From an optimization exercise on the open Yosys and OpenROAD flow, aimed at small area, a short achievable clock period and few clock cycles per item; shortcuts taken in it are not production practice. Where RTL was checked, it was by simulation tests only, not by an equivalence proof against the original.

==> build 59: inputs <==
==> flow/design.v <==
module ladder_clause (
    input  wire [7:0] b,        
    input  wire [7:0] mask,
    input  wire [7:0] val,
    input  wire       kind,     
    input  wire       inv,
    output wire       sat
);
    wire [7:0] x  = b & mask;
    wire [7:0] e0 = ~(x ^ val);         
    wire [7:0] l0 = ~x & val;           
    wire [3:0] e1, l1;
    wire [1:0] e2, l2;
    genvar i;
    generate
        for (i = 0; i < 4; i = i + 1) begin : g_l1
            assign e1[i] = e0[2*i+1] & e0[2*i];
            assign l1[i] = l0[2*i+1] | (e0[2*i+1] & l0[2*i]);
        end
        for (i = 0; i < 2; i = i + 1) begin : g_l2
            assign e2[i] = e1[2*i+1] & e1[2*i];
            assign l2[i] = l1[2*i+1] | (e1[2*i+1] & l1[2*i]);
        end
    endgenerate
    wire eq = e2[1] & e2[0];
    wire lt = l2[1] | (e2[1] & l2[0]);
    assign sat = inv ^ (kind ? lt : eq);
endmodule
module ladder_rung_sum (
    input  wire [7:0]  g,         
    input  wire [63:0] wf,        
    output wire [10:0] s,         
    output wire [10:0] k
);
    wire [10:0] u [0:7];
    genvar c;
    generate
        for (c = 0; c < 8; c = c + 1) begin : g_u
            assign u[c] = {3'd0, ~g[c] | wf[8*c+7], {7{g[c]}} & wf[8*c +: 7]};
        end
    endgenerate
    function [21:0] csa;    
        input [10:0] a, b2, c2;
        reg [10:0] x, y;
        begin
            x = a ^ b2 ^ c2;
            y = (a & b2) | (a & c2) | (b2 & c2);
            csa = {y[9:0], 1'b0, x};
        end
    endfunction
    wire [21:0] l1a = csa(u[0], u[1], u[2]);
    wire [21:0] l1b = csa(u[3], u[4], u[5]);
    wire [21:0] l2a = csa(l1a[10:0], l1a[21:11], l1b[10:0]);
    wire [21:0] l2b = csa(l1b[21:11], u[6], u[7]);
    wire [21:0] l3  = csa(l2a[10:0], l2a[21:11], l2b[10:0]);
    wire [21:0] l4  = csa(l3[10:0], l3[21:11], l2b[21:11]);
    assign s = l4[10:0];
    assign k = l4[21:11];
endmodule
module ladder_rung_band (
    input  wire [10:0] s,
    input  wire [10:0] k,
    input  wire [10:0] lo_u,
    input  wire [10:0] hi_u,
    input  wire        hi_all,    
    output wire [1:0]  verdict    
);
    function carry11;
        input [10:0] a, b;
        input        cin;
        reg [11:0] gg, pp;
        integer i, d;
        begin
            gg = {a & b, cin};
            pp = {a | b, 1'b0};
            for (d = 1; d < 12; d = d * 2)
                for (i = 11; i >= d; i = i - 1) begin
                    gg[i] = gg[i] | (pp[i] & gg[i-d]);
                    pp[i] = pp[i] & pp[i-d];
                end
            carry11 = gg[11];
        end
    endfunction
    wire [10:0] nl  = ~lo_u;
    wire [10:0] lx  = s ^ k ^ nl;
    wire [10:0] ly  = (s & k) | (s & nl) | (k & nl);
    wire        ge_lo = ly[10] ^ carry11(lx, {ly[9:0], 1'b0}, 1'b1);
    wire [10:0] nh  = ~hi_u;
    wire [10:0] hx  = s ^ k ^ nh;
    wire [10:0] hy  = (s & k) | (s & nh) | (k & nh);
    wire        gt_hi = hy[10] ^ carry11(hx, {hy[9:0], 1'b0}, 1'b0);
    assign verdict = !ge_lo ? 2'b00 : (gt_hi || hi_all) ? 2'b01 : 2'b10;
endmodule
module ladder_byte (
    input  wire         clk,
    input  wire         rst,           
    input  wire         cfg_valid,
    input  wire [1:0]   cfg_rung,
    input  wire [5:0]   cfg_field,
    input  wire [2:0]   cfg_clause,
    input  wire [63:0]  cfg_data,
    output reg          cfg_done,
    output reg  [1:0]   cfg_status,    
    input  wire         row_valid,
    output reg          row_ready,
    input  wire [255:0] row_data,
    input  wire [31:0]  row_tag,
    output reg          out_valid,
    input  wire         out_ready,
    output reg  [1:0]   out_verdict,   
    output reg  [1:0]   out_rung,
    output reg  [31:0]  out_tag
);
    localparam [5:0] F_BAND = 6'd0, F_CLAUSE = 6'd10, F_NCLAUSE = 6'd11, F_RUNGS = 6'd19;
    localparam [1:0] ST_DONE = 2'd0, ST_RANGE = 2'd1, ST_REFUSED = 2'd3;
    reg  [1:0]  top;                  
    reg  [7:0]  active  [0:3];
    reg  [10:0] lo_u    [0:3];
    reg  [10:0] hi_u    [0:3];
    reg         hi_all  [0:3];
    reg  [2:0]  phase;                
    reg  [30:0] slot [0:31];
    reg         w_valid;
    reg  [1:0]  w_rung;
    reg  [2:0]  w_clause;
    reg         w_band, w_clause_f, w_ncl, w_rungs;    
    reg  [39:0] w_data;
    reg         w_z63_40, w_z63_32, w_z63_4, w_z63_3;   
    always @(posedge clk) begin
        if (cfg_valid) begin
            w_rung     <= cfg_rung;
            w_clause   <= cfg_clause;
            w_band     <= (cfg_field == F_BAND);
            w_clause_f <= (cfg_field == F_CLAUSE);
            w_ncl      <= (cfg_field == F_NCLAUSE);
            w_rungs    <= (cfg_field == F_RUNGS);
            w_data     <= cfg_data[39:0];
            w_z63_40   <= (cfg_data[63:40] == 24'd0);
            w_z63_32   <= (cfg_data[63:32] == 32'd0) ;
            w_z63_4    <= (cfg_data[63:4] == 60'd0);
            w_z63_3    <= (cfg_data[63:3] == 61'd0);
        end
    end
    wire signed [16:0] new_lo = {w_data[15], w_data[15:0]};
    wire signed [16:0] new_hi = {w_data[31], w_data[31:16]};
    wire [2:0] new_op = w_data[12:10];
    wire rung_bad = (w_rung > top);
    reg [1:0] status;
    always @(*) begin
        status = ST_DONE;
        if (w_band) begin
            if (rung_bad)
                status = ST_REFUSED;
            else if (!w_z63_32 || new_lo > new_hi + 17'sd1)
                status = ST_RANGE;
        end else if (w_clause_f) begin
            if (rung_bad)
                status = ST_REFUSED;
            else if (!w_z63_40 || w_data[15:13] != 3'd0 || w_data[9:5] != 5'd0 ||
                     (new_op[2:1] == 2'b11 && w_data[31:24] != 8'd0))
                status = ST_RANGE;
        end else if (w_ncl) begin
            if (rung_bad)
                status = ST_REFUSED;
            else if (!w_z63_4 || (w_data[3] && w_data[2:0] != 3'd0))
                status = ST_RANGE;
        end else if (w_rungs) begin
            if (w_rung != 2'd0)
                status = ST_REFUSED;
            else if (!w_z63_3 || w_data[2:0] == 3'd0 || (w_data[2] && w_data[1:0] != 2'd0))
                status = ST_RANGE;
        end else
            status = ST_REFUSED;
    end
    wire [10:0] new_lo_u = (new_lo < -17'sd1024) ? 11'd0 :
                           (new_lo >  17'sd1017) ? 11'd2041 : {~new_lo[10], new_lo[9:0]};
    wire        new_hi_all = (new_hi < -17'sd1024);
    wire [10:0] new_hi_u = (new_hi < -17'sd1024) ? 11'd0 :
                           (new_hi >  17'sd1016) ? 11'd2040 : {~new_hi[10], new_hi[9:0]};
    wire [7:0] new_value = w_data[31:24];
    wire [7:0] new_mask  = w_data[23:16];
    wire       new_kind  = (new_op[2:1] == 2'b01) || (new_op[2:1] == 2'b10);
    wire       new_inv   = (new_op == 3'd1) || (new_op == 3'd4) || (new_op == 3'd5) || (new_op == 3'd6);
    wire       new_plus1 = (new_op == 3'd3) || (new_op == 3'd4);
    wire       new_const = new_plus1 && (new_value == 8'hFF);
    wire [7:0] new_cmp   = (new_op == 3'd7) ? new_mask :
                           new_const ? 8'd0 :
                           new_plus1 ? new_value + 8'd1 : new_value;
    wire [30:0] new_slot = {w_data[39:32] ^ 8'h80, new_inv, new_kind && !new_const, new_cmp,
                            new_const ? 8'd0 : new_mask, w_data[4:0]};
    wire [7:0]  new_therm  = ~(8'hFF << w_data[3:0]);
    wire [2:0]  new_turn   = phase + 3'd1;
    wire [15:0] new_twice  = {new_therm, new_therm} << new_turn;
    wire [7:0]  new_active = new_twice[15:8];
    reg        w_chk;
    reg [1:0]  w_status;
    wire w_ok    = (w_status == ST_DONE);
    wire w_slot  = w_clause_f && w_ok;
    wire w_hit   = w_chk && w_slot && (w_clause + phase == 3'd7);
    wire w_end   = w_chk && (!w_slot || w_hit);
    always @(posedge clk)
        if (w_valid && !w_chk)
            w_status <= status;
    integer r;
    always @(posedge clk) begin
        if (rst) begin
            top        <= 2'd0;
            cfg_done   <= 1'b0;
            cfg_status <= ST_DONE;
            w_valid    <= 1'b0;
            w_chk      <= 1'b0;
            phase      <= 3'd0;
            for (r = 0; r < 4; r = r + 1) begin
                active[r]  <= 8'd0;
                lo_u[r]    <= 11'd1024;
                hi_u[r]    <= 11'd1024;
                hi_all[r]  <= 1'b0;
            end
        end else begin
            phase    <= phase + 3'd1;
            for (r = 0; r < 4; r = r + 1)
                active[r] <= (w_chk && w_ok && w_ncl && w_rung == r) ? new_active
                                                                   : {active[r][6:0], active[r][7]};
            cfg_done <= w_end;
            if (w_end)
                cfg_status <= w_status;
            if (cfg_valid)
                w_valid <= 1'b1;
            else if (w_end)
                w_valid <= 1'b0;
            if (w_valid && !w_chk)
                w_chk <= 1'b1;
            else if (w_end)
                w_chk <= 1'b0;
            if (w_chk && !w_slot && w_ok) begin
                if (w_band) begin
                    lo_u[w_rung]   <= new_lo_u;
                    hi_u[w_rung]   <= new_hi_u;
                    hi_all[w_rung] <= new_hi_all;
                end
                if (w_rungs)
                    top <= w_data[1:0] - 2'd1;
            end
        end
    end
    integer q, p;
    always @(posedge clk) begin
        for (q = 0; q < 4; q = q + 1) begin
            for (p = 1; p < 8; p = p + 1)
                slot[8*q + p] <= slot[8*q + p - 1];
            slot[8*q] <= (w_hit && w_rung == q) ? new_slot : slot[8*q + 7];
        end
    end
    wire       accept = row_valid && row_ready;
    reg        s1_valid;
    reg [7:0]  s1_byte [0:31];
    reg [31:0] s1_tag;
    reg [7:0] pick [0:31];
    integer k;
    always @(*)
        for (k = 0; k < 32; k = k + 1)
            pick[k] = row_data[slot[k][4:0]*8 +: 8];
    always @(posedge clk) begin
        for (k = 0; k < 32; k = k + 1)
            s1_byte[(k & 24) | ((k + 1) & 7)] <= pick[k];
        s1_tag <= row_tag;
    end
    wire [31:0] sat;
    genvar gc;
    generate
        for (gc = 0; gc < 32; gc = gc + 1) begin : g_clause
            ladder_clause u_clause (
                .b    (s1_byte[gc]),
                .mask (slot[gc][12:5]),
                .val  (slot[gc][20:13]),
                .kind (slot[gc][21]),
                .inv  (slot[gc][22]),
                .sat  (sat[gc])
            );
        end
    endgenerate
    reg        s2_valid;
    reg [31:0] s2_tag;
    reg [10:0] s2_s [0:3];
    reg [10:0] s2_k [0:3];
    genvar gr, gi;
    generate
        for (gr = 0; gr < 4; gr = gr + 1) begin : g_rung
            wire [63:0] wf;
            wire [10:0] rs, rk;
            for (gi = 0; gi < 8; gi = gi + 1) begin : g_i
                assign wf[8*gi +: 8] = slot[8*gr + gi][30:23];
            end
            ladder_rung_sum u_sum (
                .g  (sat[8*gr +: 8] & active[gr]),
                .wf (wf),
                .s  (rs),
                .k  (rk)
            );
            always @(posedge clk) begin
                s2_s[gr] <= rs;
                s2_k[gr] <= rk;
            end
        end
    endgenerate
    always @(posedge clk)
        s2_tag <= s1_tag;
    wire [1:0] rung_verdict [0:3];
    generate
        for (gr = 0; gr < 4; gr = gr + 1) begin : g_band
            ladder_rung_band u_band (
                .s       (s2_s[gr]),
                .k       (s2_k[gr]),
                .lo_u    (lo_u[gr]),
                .hi_u    (hi_u[gr]),
                .hi_all  (hi_all[gr]),
                .verdict (rung_verdict[gr])
            );
        end
    endgenerate
    reg [1:0] res_verdict;
    reg [1:0] res_rung;
    always @(*) begin
        if (!rung_verdict[0][1] || top == 2'd0) begin
            res_verdict = rung_verdict[0]; res_rung = 2'd0;
        end else if (!rung_verdict[1][1] || top == 2'd1) begin
            res_verdict = rung_verdict[1]; res_rung = 2'd1;
        end else if (!rung_verdict[2][1] || top == 2'd2) begin
            res_verdict = rung_verdict[2]; res_rung = 2'd2;
        end else begin
            res_verdict = rung_verdict[3]; res_rung = 2'd3;
        end
    end
    wire [35:0] item = {res_verdict, res_rung, s2_tag};
    reg  [3:1]  qv;
    reg  [35:0] qe [1:3];
    wire [35:0] e0 = {out_verdict, out_rung, out_tag};
    wire h_keep = out_valid && !out_ready;
    wire [3:0] v_all  = {qv, out_valid};
    wire [3:0] v_keep = v_all | ({4{s2_valid}} & {v_all[2:0], 1'b1});
    wire [3:0] v_move = {1'b0, qv} | ({4{s2_valid}} & {v_all[3:1], 1'b1});
    wire [3:0] v_next = h_keep ? v_keep : v_move;
    wire room = !(s1_valid ? (accept ? v_next[1] : v_next[2]) : (accept ? v_next[2] : v_next[3]));
    always @(posedge clk) begin
        if (rst) begin
            s1_valid  <= 1'b0;
            s2_valid  <= 1'b0;
            out_valid <= 1'b0;
            qv        <= 3'd0;
            row_ready <= 1'b0;
        end else begin
            s1_valid  <= accept;
            s2_valid  <= s1_valid;
            out_valid <= v_next[0];
            qv        <= v_next[3:1];
            row_ready <= room;
        end
    end
    always @(posedge clk) begin
        if (h_keep) begin
            qe[1] <= qv[1] ? qe[1] : item;
            qe[2] <= qv[2] ? qe[2] : item;
            qe[3] <= qv[3] ? qe[3] : item;
        end else begin
            {out_verdict, out_rung, out_tag} <= qv[1] ? qe[1] : item;
            qe[1] <= qv[2] ? qe[2] : item;
            qe[2] <= qv[3] ? qe[3] : item;
            qe[3] <= item;
        end
    end
endmodule
==> flow/flow/run.sh <==
#!/bin/bash
# Layout: the standard ORFS flow (standard.sh), unchanged in its steps and
# constraints. Changes, all ORFS knobs:
#  - SETUP_SLACK_MARGIN: the margin ORFS's repair_timing aims for, so that the
#    resizer works the paths down towards the period the design can reach
#    instead of stopping once they fit the design's clock period;
#  - BUFFER_PORTS_ARGS: the port buffers (still one on every input and
#    output) are buf_2 cells rather than the default delay-type buffers.
set -o pipefail
bash standard.sh SETUP_SLACK_MARGIN=${MARGIN:-12.8} \
    "BUFFER_PORTS_ARGS=-buffer_cell sky130_fd_sc_hd__buf_2" finish > standard_make.log 2>&1
status=$?
tail -n 40 standard_make.log
exit $status
==> flow/standard.sh <==
#!/bin/bash
# synth_recipe.tcl (not shown) runs the flow's synth.tcl, then flattens the netlist and writes it again
# the make line also repeats each setting of config.mk as NAME=value (left out here)
make -C /OpenROAD-flow-scripts/flow DESIGN_CONFIG=/design/flow/config.mk WORK_HOME=/design/flow/orfs CLKGATE_MAP_FILE= SYNTH_SCRIPT=/design/flow/synth_recipe.tcl "${@:-finish}"
==> flow/config.mk <==
export PLATFORM = sky130hd
export DESIGN_NAME = ladder_byte
export DESIGN_NICKNAME = ladder_byte
export VERILOG_FILES = /design/flow/design.v
export SDC_FILE = /design/flow/constraint.sdc
export NUM_CORES = 4
export LEC_CHECK = 0
export CAP_MARGIN = 20
export CORE_MARGIN = 2
export CORE_UTILIZATION = 25
export PLACE_DENSITY = 0.45
export SLEW_MARGIN = 20
==> flow/constraint.sdc <==
create_clock -name core_clock -period 18.0 [get_ports {clk}]
set_input_delay 3.6000 -clock core_clock [delete_from_list [all_inputs] [get_ports {clk}]]
set_output_delay 3.6000 -clock core_clock [all_outputs]
set_load 0.01 [all_outputs]
==> trial 6 (differences from build 59) <==
--- a/flow/design.v
+++ b/flow/design.v
@@ -2,6 +2,7 @@
     input  wire [7:0] b,        
     input  wire [7:0] mask,
     input  wire [7:0] val,
+    input  wire       v8,       
     input  wire       kind,     
     input  wire       inv,
     output wire       sat
@@ -23,7 +24,7 @@
         end
     endgenerate
     wire eq = e2[1] & e2[0];
-    wire lt = l2[1] | (e2[1] & l2[0]);
+    wire lt = v8 | l2[1] | (e2[1] & l2[0]);
     assign sat = inv ^ (kind ? lt : eq);
 endmodule
 module ladder_rung_sum (
@@ -114,12 +115,12 @@
     localparam [5:0] F_BAND = 6'd0, F_CLAUSE = 6'd10, F_NCLAUSE = 6'd11, F_RUNGS = 6'd19;
     localparam [1:0] ST_DONE = 2'd0, ST_RANGE = 2'd1, ST_REFUSED = 2'd3;
     reg  [1:0]  top;                  
-    reg  [7:0]  active  [0:3];
+    reg  [3:0]  nclause [0:3];
     reg  [10:0] lo_u    [0:3];
     reg  [10:0] hi_u    [0:3];
     reg         hi_all  [0:3];
     reg  [2:0]  phase;                
-    reg  [30:0] slot [0:31];
+    reg  [31:0] slot [0:31];
     reg         w_valid;
     reg  [1:0]  w_rung;
     reg  [2:0]  w_clause;
@@ -172,6 +173,7 @@
         end else
             status = ST_REFUSED;
     end
+    wire w_ok = (status == ST_DONE);
     wire [10:0] new_lo_u = (new_lo < -17'sd1024) ? 11'd0 :
                            (new_lo >  17'sd1017) ? 11'd2041 : {~new_lo[10], new_lo[9:0]};
     wire        new_hi_all = (new_hi < -17'sd1024);
@@ -182,25 +184,13 @@
     wire       new_kind  = (new_op[2:1] == 2'b01) || (new_op[2:1] == 2'b10);
     wire       new_inv   = (new_op == 3'd1) || (new_op == 3'd4) || (new_op == 3'd5) || (new_op == 3'd6);
     wire       new_plus1 = (new_op == 3'd3) || (new_op == 3'd4);
-    wire       new_const = new_plus1 && (new_value == 8'hFF);
-    wire [7:0] new_cmp   = (new_op == 3'd7) ? new_mask :
-                           new_const ? 8'd0 :
-                           new_plus1 ? new_value + 8'd1 : new_value;
-    wire [30:0] new_slot = {w_data[39:32] ^ 8'h80, new_inv, new_kind && !new_const, new_cmp,
-                            new_const ? 8'd0 : new_mask, w_data[4:0]};
-    wire [7:0]  new_therm  = ~(8'hFF << w_data[3:0]);
-    wire [2:0]  new_turn   = phase + 3'd1;
-    wire [15:0] new_twice  = {new_therm, new_therm} << new_turn;
-    wire [7:0]  new_active = new_twice[15:8];
-    reg        w_chk;
-    reg [1:0]  w_status;
-    wire w_ok    = (w_status == ST_DONE);
+    wire [8:0] new_cmp   = (new_op == 3'd7) ? {1'b0, new_mask} :
+                           new_plus1 ? {1'b0, new_value} + 9'd1 : {1'b0, new_value};
+    wire [31:0] new_slot = {w_data[39:32] ^ 8'h80, new_inv, new_kind, new_cmp,
+                            new_mask, w_data[4:0]};
     wire w_slot  = w_clause_f && w_ok;
-    wire w_hit   = w_chk && w_slot && (w_clause + phase == 3'd7);
-    wire w_end   = w_chk && (!w_slot || w_hit);
-    always @(posedge clk)
-        if (w_valid && !w_chk)
-            w_status <= status;
+    wire w_hit   = w_valid && w_slot && (w_clause + phase == 3'd7);
+    wire w_end   = w_valid && (!w_slot || w_hit);
     integer r;
     always @(posedge clk) begin
         if (rst) begin
@@ -208,36 +198,30 @@
             cfg_done   <= 1'b0;
             cfg_status <= ST_DONE;
             w_valid    <= 1'b0;
-            w_chk      <= 1'b0;
             phase      <= 3'd0;
             for (r = 0; r < 4; r = r + 1) begin
-                active[r]  <= 8'd0;
+                nclause[r] <= 4'd0;
                 lo_u[r]    <= 11'd1024;
                 hi_u[r]    <= 11'd1024;
                 hi_all[r]  <= 1'b0;
             end
         end else begin
             phase    <= phase + 3'd1;
-            for (r = 0; r < 4; r = r + 1)
-                active[r] <= (w_chk && w_ok && w_ncl && w_rung == r) ? new_active
-                                                                   : {active[r][6:0], active[r][7]};
             cfg_done <= w_end;
             if (w_end)
-                cfg_status <= w_status;
+                cfg_status <= status;
             if (cfg_valid)
                 w_valid <= 1'b1;
             else if (w_end)
                 w_valid <= 1'b0;
-            if (w_valid && !w_chk)
-                w_chk <= 1'b1;
-            else if (w_end)
-                w_chk <= 1'b0;
-            if (w_chk && !w_slot && w_ok) begin
+            if (w_valid && !w_slot && w_ok) begin
                 if (w_band) begin
                     lo_u[w_rung]   <= new_lo_u;
                     hi_u[w_rung]   <= new_hi_u;
                     hi_all[w_rung] <= new_hi_all;
                 end
+                if (w_ncl)
+                    nclause[w_rung] <= w_data[3:0];
                 if (w_rungs)
                     top <= w_data[1:0] - 2'd1;
             end
@@ -253,64 +237,58 @@
     end
     wire       accept = row_valid && row_ready;
     reg        s1_valid;
-    reg [7:0]  s1_byte [0:31];
+    reg [31:0] s1_sat;
     reg [31:0] s1_tag;
     reg [7:0] pick [0:31];
-    integer k;
-    always @(*)
-        for (k = 0; k < 32; k = k + 1)
-            pick[k] = row_data[slot[k][4:0]*8 +: 8];
-    always @(posedge clk) begin
-        for (k = 0; k < 32; k = k + 1)
-            s1_byte[(k & 24) | ((k + 1) & 7)] <= pick[k];
-        s1_tag <= row_tag;
+    integer k, j;
+    always @(*) begin
+        for (k = 0; k < 32; k = k + 1) begin
+            pick[k] = 8'd0;
+            for (j = 0; j < 32; j = j + 1)
+                pick[k] = pick[k] | ({8{slot[k][4:0] == j}} & row_data[8*j +: 8]);
+        end
     end
     wire [31:0] sat;
     genvar gc;
     generate
         for (gc = 0; gc < 32; gc = gc + 1) begin : g_clause
             ladder_clause u_clause (
-                .b    (s1_byte[gc]),
+                .b    (pick[gc]),
                 .mask (slot[gc][12:5]),
                 .val  (slot[gc][20:13]),
-                .kind (slot[gc][21]),
-                .inv  (slot[gc][22]),
+                .v8   (slot[gc][21]),
+                .kind (slot[gc][22]),
+                .inv  (slot[gc][23]),
                 .sat  (sat[gc])
             );
         end
     endgenerate
-    reg        s2_valid;
-    reg [31:0] s2_tag;
-    reg [10:0] s2_s [0:3];
-    reg [10:0] s2_k [0:3];
+    always @(posedge clk) begin
+        for (k = 0; k < 32; k = k + 1)
+            s1_sat[(k & 24) | ((k + 1) & 7)] <= sat[k];
+        s1_tag <= row_tag;
+    end
+    wire [1:0] rung_verdict [0:3];
     genvar gr, gi;
     generate
         for (gr = 0; gr < 4; gr = gr + 1) begin : g_rung
+            wire [7:0]  act;
             wire [63:0] wf;
             wire [10:0] rs, rk;
             for (gi = 0; gi < 8; gi = gi + 1) begin : g_i
-                assign wf[8*gi +: 8] = slot[8*gr + gi][30:23];
+                wire [2:0] idx = gi[2:0] - phase;      
+                assign act[gi] = ({1'b0, idx} < nclause[gr]);
+                assign wf[8*gi +: 8] = slot[8*gr + gi][31:24];
             end
             ladder_rung_sum u_sum (
-                .g  (sat[8*gr +: 8] & active[gr]),
+                .g  (s1_sat[8*gr +: 8] & act),
                 .wf (wf),
                 .s  (rs),
                 .k  (rk)
             );
-            always @(posedge clk) begin
-                s2_s[gr] <= rs;
-                s2_k[gr] <= rk;
-            end
-        end
-    endgenerate
-    always @(posedge clk)
-        s2_tag <= s1_tag;
-    wire [1:0] rung_verdict [0:3];
-    generate
-        for (gr = 0; gr < 4; gr = gr + 1) begin : g_band
             ladder_rung_band u_band (
-                .s       (s2_s[gr]),
-                .k       (s2_k[gr]),
+                .s       (rs),
+                .k       (rk),
                 .lo_u    (lo_u[gr]),
                 .hi_u    (hi_u[gr]),
                 .hi_all  (hi_all[gr]),
@@ -331,28 +309,25 @@
             res_verdict = rung_verdict[3]; res_rung = 2'd3;
         end
     end
-    wire [35:0] item = {res_verdict, res_rung, s2_tag};
-    reg  [3:1]  qv;
-    reg  [35:0] qe [1:3];
-    wire [35:0] e0 = {out_verdict, out_rung, out_tag};
+    wire [35:0] item = {res_verdict, res_rung, s1_tag};
+    reg  [2:1]  qv;
+    reg  [35:0] qe [1:2];
     wire h_keep = out_valid && !out_ready;
-    wire [3:0] v_all  = {qv, out_valid};
-    wire [3:0] v_keep = v_all | ({4{s2_valid}} & {v_all[2:0], 1'b1});
-    wire [3:0] v_move = {1'b0, qv} | ({4{s2_valid}} & {v_all[3:1], 1'b1});
-    wire [3:0] v_next = h_keep ? v_keep : v_move;
-    wire room = !(s1_valid ? (accept ? v_next[1] : v_next[2]) : (accept ? v_next[2] : v_next[3]));
+    wire [2:0] v_all  = {qv, out_valid};
+    wire [2:0] v_keep = v_all | ({3{s1_valid}} & {v_all[1:0], 1'b1});
+    wire [2:0] v_move = {1'b0, qv} | ({3{s1_valid}} & {v_all[2:1], 1'b1});
+    wire [2:0] v_next = h_keep ? v_keep : v_move;
+    wire room = !(accept ? v_next[1] : v_next[2]);
     always @(posedge clk) begin
         if (rst) begin
             s1_valid  <= 1'b0;
-            s2_valid  <= 1'b0;
             out_valid <= 1'b0;
-            qv        <= 3'd0;
+            qv        <= 2'd0;
             row_ready <= 1'b0;
         end else begin
             s1_valid  <= accept;
-            s2_valid  <= s1_valid;
             out_valid <= v_next[0];
-            qv        <= v_next[3:1];
+            qv        <= v_next[2:1];
             row_ready <= room;
         end
     end
@@ -360,12 +335,10 @@
         if (h_keep) begin
             qe[1] <= qv[1] ? qe[1] : item;
             qe[2] <= qv[2] ? qe[2] : item;
-            qe[3] <= qv[3] ? qe[3] : item;
         end else begin
             {out_verdict, out_rung, out_tag} <= qv[1] ? qe[1] : item;
             qe[1] <= qv[2] ? qe[2] : item;
-            qe[2] <= qv[3] ? qe[3] : item;
-            qe[3] <= item;
+            qe[2] <= item;
         end
     end
 endmodule
--- a/flow/flow/run.sh
+++ b/flow/flow/run.sh
@@ -7,7 +7,7 @@
 #  - BUFFER_PORTS_ARGS: the port buffers (still one on every input and
 #    output) are buf_2 cells rather than the default delay-type buffers.
 set -o pipefail
-bash standard.sh SETUP_SLACK_MARGIN=${MARGIN:-12.8} \
+bash standard.sh SETUP_SLACK_MARGIN=${MARGIN:-13} \
     "BUFFER_PORTS_ARGS=-buffer_cell sky130_fd_sc_hd__buf_2" finish > standard_make.log 2>&1
 status=$?
 tail -n 40 standard_make.log
CORE_UTILIZATION = 40   (was 25)
PLACE_DENSITY = 0.6   (was 0.45)
==> notes <==
Between trial 6 and build 59, the lower synthesized cell count is in build 59 (gap about 30%, measured against build 59).
Area after synthesis: trial 6 is lower than build 59 (18%).
Build 59 passed the timing, DRC and antenna checks. Trial 6 failed in 5_1_grt.
Testbench counts of build 59, summed over its fixed seeds: cycles 19,392, items 19,200.
Function not checked in trial 6: the RTL went through the layout flow alone.

[port drivers added, routing unchanged]
No port has a modelled driver above. Below, the same layout with a new extraction and two added sets of constraints. Step 1 (the two cells are an assumption about what drives the block):
set clk [get_ports {clk}]
set_driving_cell -lib_cell sky130_fd_sc_hd__clkbuf_16 $clk
set_driving_cell -lib_cell sky130_fd_sc_hd__buf_2 [delete_from_list [all_inputs] $clk]
Step 2, shift: input delay + t, output delay - t, t = (earliest + latest rising clock arrival at the registers) / 2. This alone moves slack from input paths to output paths. Three values: ideal, step 1, step 2; two values: the first two.
run: build 59
shift t [ns]: 1.020
slack for setup (ns): 12.755 / 12.749 / 11.994
worst setup path after step 2: input to register
pins driven straight from the clock port: 1
After both steps build 59 still meets setup and hold. For build 59, drivers alone change the setup slack by -0.006 ns; drivers and shift together by -0.761 ns.
